What follows belongs to an exercise in optimizing a design on an open flow for small area, a short achievable clock period and few clock cycles per item; a production flow would make more cautious choices. At most, simulation tests tie the RTL to the original design; equivalence was not proved.

## the baseline
==> flow/design.v (excerpt) <==
module ashlar_ctl (
    input  wire         clk,
    input  wire         rst,
    input  wire         in_valid,
    output wire         in_ready,
    input  wire [1:0]   in_op,         
    input  wire [159:0] in_word,
    input  wire [127:0] in_wdata,
    input  wire [15:0]  in_wmask,
    output wire         out_valid,
    output wire [1:0]   out_outcome,   
    output wire [3:0]   out_column,
    output wire [31:0]  out_synd,
    output wire [127:0] out_data,
    output wire [31:0]  out_check,
    input  wire         erase_en,
    input  wire         clr_counts,
    input  wire         clr_erase,
    output wire         erased,
    output wire [3:0]   erased_col,
    input  wire [3:0]   csr_sel,
    output reg  [31:0]  csr_rdata
);
    localparam [1:0] OP_ENCODE = 2'd1, OP_MERGE = 2'd2;
    localparam [1:0] OC_CLEAN = 2'd0, OC_CORRECTED = 2'd1, OC_UNCORR = 2'd2, OC_POISON = 2'd3;
    localparam [31:0] POISON_XOR = 32'h0303_0101;
    integer i;
    wire is_enc   = (in_op == OP_ENCODE);
    wire is_merge = (in_op == OP_MERGE);
    wire [31:0] synd_in;
    ashlar_syndrome u_synd (.word(in_word), .synd(synd_in));
    reg [15:0]  sel_in;    
    reg [127:0] merged;
    always @(*) begin
        for (i = 0; i < 16; i = i + 1) begin
            sel_in[i] = is_enc || (is_merge && in_wmask[i]);
            merged[8*i +: 8] = sel_in[i] ? in_wdata[8*i +: 8] : in_word[8*i +: 8];
        end
    end
    wire [9:0] hit0_in, hit1_in;
    ashlar_locate u_loc0 (.s0(synd_in[7:0]),   .s1(synd_in[15:8]),  .hit(hit0_in));
    ashlar_locate u_loc1 (.s0(synd_in[23:16]), .s1(synd_in[31:24]), .hit(hit1_in));
    reg         v2;
    reg [31:0]  synd;
    reg [127:0] mdata;
    reg [15:0]  keep;      
    reg [9:0]   pz0, pz1;
    reg         cz0, cz1, poison;
    always @(posedge clk) begin
        if (rst)
            v2 <= 1'b0;
        else
            v2 <= in_valid && in_ready;
        synd   <= is_enc ? 32'd0 : synd_in;
        mdata  <= merged;
        keep   <= ~sel_in;
        pz0    <= (is_enc || synd_in[7:0] == 8'h00)   ? 10'd0 : hit0_in;
        pz1    <= (is_enc || synd_in[23:16] == 8'h00) ? 10'd0 : hit1_in;
  ...
==> flow/config.mk <==
export PLATFORM = sky130hd
export DESIGN_NAME = ashlar_ctl
export DESIGN_NICKNAME = ashlar_ctl
export VERILOG_FILES = /design/flow/design.v
export SDC_FILE = /design/flow/constraint.sdc
export NUM_CORES = 4
export LEC_CHECK = 0
export CAP_MARGIN = 20
export CORE_MARGIN = 2
export CORE_UTILIZATION = 40
export SLEW_MARGIN = 20
==> flow/constraint.sdc <==
create_clock -name core_clock -period 14.0 [get_ports {clk}]
set_input_delay 2.8000 -clock core_clock [delete_from_list [all_inputs] [get_ports {clk}]]
set_output_delay 2.8000 -clock core_clock [all_outputs]
set_load 0.01 [all_outputs]
standard.sh (not shown) runs the stock make flow with config.mk's settings and CLKGATE_MAP_FILE= SYNTH_SCRIPT=/design/flow/synth_recipe.tcl, a recipe that flattens the netlist after the stock synthesis.
==> flow/flow/run.sh <==
#!/bin/bash
set -e
export SETUP_SLACK_MARGIN=6
bash standard.sh > standard.log 2>&1
Testbench counts of the baseline, summed over its fixed seeds: cycles 24,008, items 24,000.
The inputs of the candidate differ from those of the baseline as listed below.
diff --git a/flow/design.v b/flow/design.v
--- a/flow/design.v
+++ b/flow/design.v
@@ -180,61 +180,56 @@
     wire is_merge = (in_op == OP_MERGE);
     wire [31:0] synd_in;
     ashlar_syndrome u_synd (.word(in_word), .synd(synd_in));
     reg [15:0]  sel_in;    
     reg [127:0] merged;
     always @(*) begin
         for (i = 0; i < 16; i = i + 1) begin
             sel_in[i] = is_enc || (is_merge && in_wmask[i]);
             merged[8*i +: 8] = sel_in[i] ? in_wdata[8*i +: 8] : in_word[8*i +: 8];
         end
     end
-    wire [9:0] hit0_in, hit1_in;
-    ashlar_locate u_loc0 (.s0(synd_in[7:0]),   .s1(synd_in[15:8]),  .hit(hit0_in));
-    ashlar_locate u_loc1 (.s0(synd_in[23:16]), .s1(synd_in[31:24]), .hit(hit1_in));
     reg         v2;
     reg [31:0]  synd;
     reg [127:0] mdata;
     reg [15:0]  keep;      
-    reg [9:0]   pz0, pz1;
-    reg         cz0, cz1, poison;
     always @(posedge clk) begin
         if (rst)
             v2 <= 1'b0;
         else
             v2 <= in_valid && in_ready;
-        synd   <= is_enc ? 32'd0 : synd_in;
-        mdata  <= merged;
-        keep   <= ~sel_in;
-        pz0    <= (is_enc || synd_in[7:0] == 8'h00)   ? 10'd0 : hit0_in;
-        pz1    <= (is_enc || synd_in[23:16] == 8'h00) ? 10'd0 : hit1_in;
-        cz0    <= is_enc || synd_in[15:0] == 16'h0000;
-        cz1    <= is_enc || synd_in[31:16] == 16'h0000;
-        poison <= !is_enc && synd_in == 32'h0102_0102;
+        synd  <= is_enc ? 32'd0 : synd_in;
+        mdata <= merged;
+        keep  <= ~sel_in;
     end
     wire [31:0] menc;
     ashlar_encode u_enc (.data(mdata), .check(menc));
     wire [7:0] s00 = synd[7:0],   s10 = synd[15:8];
     wire [7:0] s01 = synd[23:16], s11 = synd[31:24];
+    wire [9:0] hit0, hit1;
+    ashlar_locate u_loc0 (.s0(s00), .s1(s10), .hit(hit0));
+    ashlar_locate u_loc1 (.s0(s01), .s1(s11), .hit(hit1));
     reg        mark;
     reg [3:0]  mark_col;
     reg [9:0] allow;
     always @(*) begin
         for (i = 0; i < 10; i = i + 1)
             allow[i] = !mark || (mark_col == i);
     end
-    wire clean0 = cz0;
-    wire clean1 = cz1;
-    wire [9:0] p0 = pz0 & allow;      
-    wire [9:0] p1 = pz1 & allow;
-    wire is_poison  = poison;
+    wire nz0 = (s00 != 8'h00);
+    wire nz1 = (s01 != 8'h00);
+    wire clean0 = !nz0 && (s10 == 8'h00);
+    wire clean1 = !nz1 && (s11 == 8'h00);
+    wire [9:0] p0 = hit0 & allow & {10{nz0}};      
+    wire [9:0] p1 = hit1 & allow & {10{nz1}};
+    wire is_poison  = (synd[15:0] == 16'h0102) && (synd[31:16] == 16'h0102);
     wire clean_both = clean0 && clean1;
     wire [9:0] coh = (p0 & p1) | (clean0 ? p1 : 10'd0) | (clean1 ? p0 : 10'd0);
     wire corrected = |coh;
     wire uncorr    = !is_poison && !clean_both && !corrected;
     wire bad       = is_poison || uncorr;
     reg [3:0] column;
     always @(*) begin
         column = 4'd0;
         for (i = 0; i < 10; i = i + 1)
             if (coh[i]) column = column | i[3:0];
     end
Findings:
Diff the baseline -> the candidate: total track usage picked up an extra 3.0 points, number of non-filler instances in the completed layout picked up an extra about 6.4%, number of global-route vias before repair picked up an extra 10%. Delta (the candidate minus the baseline): maximum frequency from static timing analysis shows no meaningful change, horizontal die dimension now sits higher.
Testbench counts of the candidate, summed over its fixed seeds: cycles 24,008, items 24,000.

========
Another version of the RTL of ashlar_ctl (not shown whole).
Size in the first run: ~4,000 cells after synthesis.
==> flow/config.mk <==
export PLATFORM = sky130hd
export DESIGN_NAME = ashlar_ctl
export DESIGN_NICKNAME = ashlar_ctl
export VERILOG_FILES = /design/flow/design.v
export SDC_FILE = /design/flow/constraint.sdc
export NUM_CORES = 4
export LEC_CHECK = 0
export CAP_MARGIN = 20
export CORE_MARGIN = 2
export CORE_UTILIZATION = 55
export CTS_BUF_LIST = sky130_fd_sc_hd__clkbuf_8
export SLEW_MARGIN = 20
==> flow/constraint.sdc <==
create_clock -name core_clock -period 14.0 [get_ports {clk}]
set_input_delay 2.8000 -clock core_clock [delete_from_list [all_inputs] [get_ports {clk}]]
set_output_delay 2.8000 -clock core_clock [all_outputs]
set_load 0.01 [all_outputs]
==> flow/flow/run.sh <==
#!/bin/bash
set -e
export SETUP_SLACK_MARGIN=6.5
export BUFFER_PORTS_ARGS="-buffer_cell sky130_fd_sc_hd__buf_1"
bash standard.sh > standard.log 2>&1
Then changed:
--- a/flow/design.v
+++ b/flow/design.v
@@ -180,49 +180,47 @@
     wire is_merge = (in_op == OP_MERGE);
     wire [31:0] synd_in;
     ashlar_syndrome u_synd (.word(in_word), .synd(synd_in));
     reg [15:0]  sel_in;    
     reg [127:0] merged;
     always @(*) begin
         for (i = 0; i < 16; i = i + 1) begin
             sel_in[i] = is_enc || (is_merge && in_wmask[i]);
             merged[8*i +: 8] = sel_in[i] ? in_wdata[8*i +: 8] : in_word[8*i +: 8];
         end
     end
-    wire [31:0] enc_in;
-    ashlar_encode u_enc (.data(merged), .check(enc_in));
     wire [9:0] hit0_in, hit1_in;
     ashlar_locate u_loc0 (.s0(synd_in[7:0]),   .s1(synd_in[15:8]),  .hit(hit0_in));
     ashlar_locate u_loc1 (.s0(synd_in[23:16]), .s1(synd_in[31:24]), .hit(hit1_in));
     reg         v2;
     reg [31:0]  synd;
     reg [127:0] mdata;
     reg [15:0]  keep;      
-    reg [31:0]  menc;      
     reg [9:0]   pz0, pz1;
     reg         cz0, cz1, poison;
     always @(posedge clk) begin
         if (rst)
             v2 <= 1'b0;
         else
             v2 <= in_valid && in_ready;
         synd   <= is_enc ? 32'd0 : synd_in;
         mdata  <= merged;
         keep   <= ~sel_in;
-        menc   <= enc_in;
         pz0    <= (is_enc || synd_in[7:0] == 8'h00)   ? 10'd0 : hit0_in;
         pz1    <= (is_enc || synd_in[23:16] == 8'h00) ? 10'd0 : hit1_in;
         cz0    <= is_enc || synd_in[15:0] == 16'h0000;
         cz1    <= is_enc || synd_in[31:16] == 16'h0000;
         poison <= !is_enc && synd_in == 32'h0102_0102;
     end
+    wire [31:0] menc;
+    ashlar_encode u_enc (.data(mdata), .check(menc));
     wire [7:0] s00 = synd[7:0],   s10 = synd[15:8];
     wire [7:0] s01 = synd[23:16], s11 = synd[31:24];
     reg        mark;
     reg [3:0]  mark_col;
     reg [9:0] allow;
     always @(*) begin
         for (i = 0; i < 10; i = i + 1)
             allow[i] = !mark || (mark_col == i);
     end
     wire clean0 = cz0;
     wire clean1 = cz1;
@@ -276,27 +274,27 @@
     reg        nq;         
     reg        fv;         
     reg  [9:0] fa, fb;
     reg  [3:0] sidx;       
     reg  een;
     always @(posedge clk)
         een <= erase_en;
     wire ce_hi = &ce_count[31:3];
     wire slow  = een && !mark && (!nq || ce_hi);
     wire scan  = slow && !fv && !v2;
     assign in_ready = !slow || (fv && !v2);
-    reg  [9:0]  pick;
+    reg  [9:0]  pick;      
     reg  [31:0] cnt;
     always @(*) begin
         for (i = 0; i < 10; i = i + 1)
-            pick[i] = scan ? (sidx == i) : (pz0[i] | pz1[i]);
+            pick[i] = scan ? (sidx == i) : coh[i];
         cnt = 32'd0;
         for (i = 0; i < 10; i = i + 1)
             cnt = cnt | (pick[i] ? col_ce[i] : 32'd0);
     end
     reg  [31:0] cnt_inc;
     reg  [32:0] cpre;
     integer k;
     always @(*) begin
         cpre[0] = 1'b1;
         for (k = 0; k < 32; k = k + 1)
             cpre[k + 1] = cpre[k] & cnt[k];
Effect: The new run went through all stages and came out clean; count of clock-buffer cells in the layout is lower by 6; routed wire length is lower by 0.48%; setup slack loses 0.0037 ns; core utilization is higher by 0.15 points; first-iteration DRC count is higher by 19%; hold slack loses 0.0042 ns; via count is higher by 1.5%; critical path depth is unchanged; maximum frequency stays flat.
Testbench counts after the change, summed over its fixed seeds: cycles 24,008, items 24,000.
For the first run of this note, only the layout was checked, not whether the RTL still works.

========
RTL: one of the versions met above, not the one the previous note started from.
For scale: about 4300 cells after synthesis, roughly 550 I/O pins, about 42000 µm² of cells after synthesis.
==> flow/config.mk <==
export PLATFORM = sky130hd
export DESIGN_NAME = ashlar_ctl
export DESIGN_NICKNAME = ashlar_ctl
export VERILOG_FILES = /design/flow/design.v
export SDC_FILE = /design/flow/constraint.sdc
export NUM_CORES = 4
export LEC_CHECK = 0
export CAP_MARGIN = 20
export CORE_MARGIN = 2
export CORE_UTILIZATION = 40
export SLEW_MARGIN = 20
==> flow/constraint.sdc <==
create_clock -name core_clock -period 14.0 [get_ports {clk}]
set_input_delay 2.8000 -clock core_clock [delete_from_list [all_inputs] [get_ports {clk}]]
set_output_delay 2.8000 -clock core_clock [all_outputs]
set_load 0.01 [all_outputs]
==> flow/flow/run.sh <==
#!/bin/bash
set -e
export SETUP_SLACK_MARGIN=7
bash standard.sh > standard.log 2>&1
The baseline produced a clean layout.
Testbench counts at the start, summed over its fixed seeds: cycles 24,008, items 24,000.
Then changed:
--- a/flow/design.v
+++ b/flow/design.v
@@ -179,58 +179,63 @@
     wire is_enc   = (in_op == OP_ENCODE);
     wire is_merge = (in_op == OP_MERGE);
     wire [31:0] synd_in;
     ashlar_syndrome u_synd (.word(in_word), .synd(synd_in));
     reg [15:0]  sel_in;    
     reg [127:0] merged;
     always @(*) begin
         for (i = 0; i < 16; i = i + 1) begin
             sel_in[i] = is_enc || (is_merge && in_wmask[i]);
             merged[8*i +: 8] = sel_in[i] ? in_wdata[8*i +: 8] : in_word[8*i +: 8];
         end
     end
+    wire [9:0] hit0_in, hit1_in;
+    ashlar_locate u_loc0 (.s0(synd_in[7:0]),   .s1(synd_in[15:8]),  .hit(hit0_in));
+    ashlar_locate u_loc1 (.s0(synd_in[23:16]), .s1(synd_in[31:24]), .hit(hit1_in));
     reg         v2;
     reg [31:0]  synd;
     reg [127:0] mdata;
     reg [15:0]  keep;      
+    reg [9:0]   pz0, pz1;
+    reg         cz0, cz1, poison;
     always @(posedge clk) begin
         if (rst)
             v2 <= 1'b0;
         else
             v2 <= in_valid && in_ready;
-        synd  <= is_enc ? 32'd0 : synd_in;
-        mdata <= merged;
-        keep  <= ~sel_in;
+        synd   <= is_enc ? 32'd0 : synd_in;
+        mdata  <= merged;
+        keep   <= ~sel_in;
+        pz0    <= (is_enc || synd_in[7:0] == 8'h00)   ? 10'd0 : hit0_in;
+        pz1    <= (is_enc || synd_in[23:16] == 8'h00) ? 10'd0 : hit1_in;
+        cz0    <= is_enc || synd_in[15:0] == 16'h0000;
+        cz1    <= is_enc || synd_in[31:16] == 16'h0000;
+        poison <= !is_enc && synd_in == 32'h0102_0102;
     end
     wire [31:0] menc;
     ashlar_encode u_enc (.data(mdata), .check(menc));
     wire [7:0] s00 = synd[7:0],   s10 = synd[15:8];
     wire [7:0] s01 = synd[23:16], s11 = synd[31:24];
-    wire [9:0] hit0, hit1;
-    ashlar_locate u_loc0 (.s0(s00), .s1(s10), .hit(hit0));
-    ashlar_locate u_loc1 (.s0(s01), .s1(s11), .hit(hit1));
     reg        mark;
     reg [3:0]  mark_col;
     reg [9:0] allow;
     always @(*) begin
         for (i = 0; i < 10; i = i + 1)
             allow[i] = !mark || (mark_col == i);
     end
-    wire nz0 = (s00 != 8'h00);
-    wire nz1 = (s01 != 8'h00);
-    wire clean0 = !nz0 && (s10 == 8'h00);
-    wire clean1 = !nz1 && (s11 == 8'h00);
-    wire [9:0] p0 = hit0 & allow & {10{nz0}};      
-    wire [9:0] p1 = hit1 & allow & {10{nz1}};
-    wire is_poison  = (synd[15:0] == 16'h0102) && (synd[31:16] == 16'h0102);
+    wire clean0 = cz0;
+    wire clean1 = cz1;
+    wire [9:0] p0 = pz0 & allow;      
+    wire [9:0] p1 = pz1 & allow;
+    wire is_poison  = poison;
     wire clean_both = clean0 && clean1;
     wire [9:0] coh = (p0 & p1) | (clean0 ? p1 : 10'd0) | (clean1 ? p0 : 10'd0);
     wire corrected = |coh;
     wire uncorr    = !is_poison && !clean_both && !corrected;
     wire bad       = is_poison || uncorr;
     reg [3:0] column;
     always @(*) begin
         column = 4'd0;
         for (i = 0; i < 10; i = i + 1)
             if (coh[i]) column = column | i[3:0];
     end
     reg [15:0]  fixb;      
=> Final area decreases by 9.6%; setup slack improves by 0.015 ns; wire length decreases by about 16%; synthesized cell count decreases by 7.4%; global-route usage decreases by 3.9 points; synthesized area decreases by 5.2%; die area decreases by 5.1%; via count decreases by about 13%; clock skew decreases by 0.0035 ns; final cell count decreases by about 8%.
Testbench counts after the change, summed over its fixed seeds: cycles 24,008, items 24,000.

re-timing with driven ports:
Ports are ideal in the flow. The routed layouts listed here were re-timed in OpenROAD. Step 1 (the two cells are an assumption about what drives the block):
set clk [get_ports {clk}]
set_driving_cell -lib_cell sky130_fd_sc_hd__clkbuf_16 $clk
set_driving_cell -lib_cell sky130_fd_sc_hd__buf_2 [delete_from_list [all_inputs] $clk]
Step 2 times the ports against the registers' clock, not the clock port: input delays grow and output delays shrink by t, the midpoint of the rising clock arrivals with the driver on. Three values: ideal, step 1, step 2; two values: the first two.
| run | t (ns) | setup slack, ns | worst hold slack (ns) | worst setup path after step 2 | worst slew at a driven data input, ns |
|---|---|---|---|---|---|
| the baseline | 0.690 | 6.078 / 5.950 / 5.950 | 0.520 / 0.520 / 0.520 | input to output | 0.18 |
| the candidate | 0.712 | 6.071 / 6.004 / 6.050 | 0.530 / 0.530 / 0.530 | input to output | 0.09 |
| the first run of note 2 | 0.812 | 6.546 / 6.516 / 6.038 | 0.535 / 0.535 / 0.535 | input to register | 0.05 |
| the second run of note 2 | 0.803 | 6.542 / 6.493 / 6.512 | 0.531 / 0.531 / 0.531 | input to output | 0.07 |
| the first run of note 3 | 0.721 | 6.728 / 6.664 / 6.664 | 0.556 / 0.556 / 0.556 | input to output | 0.10 |
| the second run of note 3 | 0.709 | 6.743 / 6.561 / 6.561 | 0.537 / 0.537 / 0.537 | input to output | 0.19 |
After both steps every run listed still meets setup and hold. For the first run of note 2, which loses most, drivers alone change the setup slack by -0.030 ns; drivers and shift together by -0.508 ns.
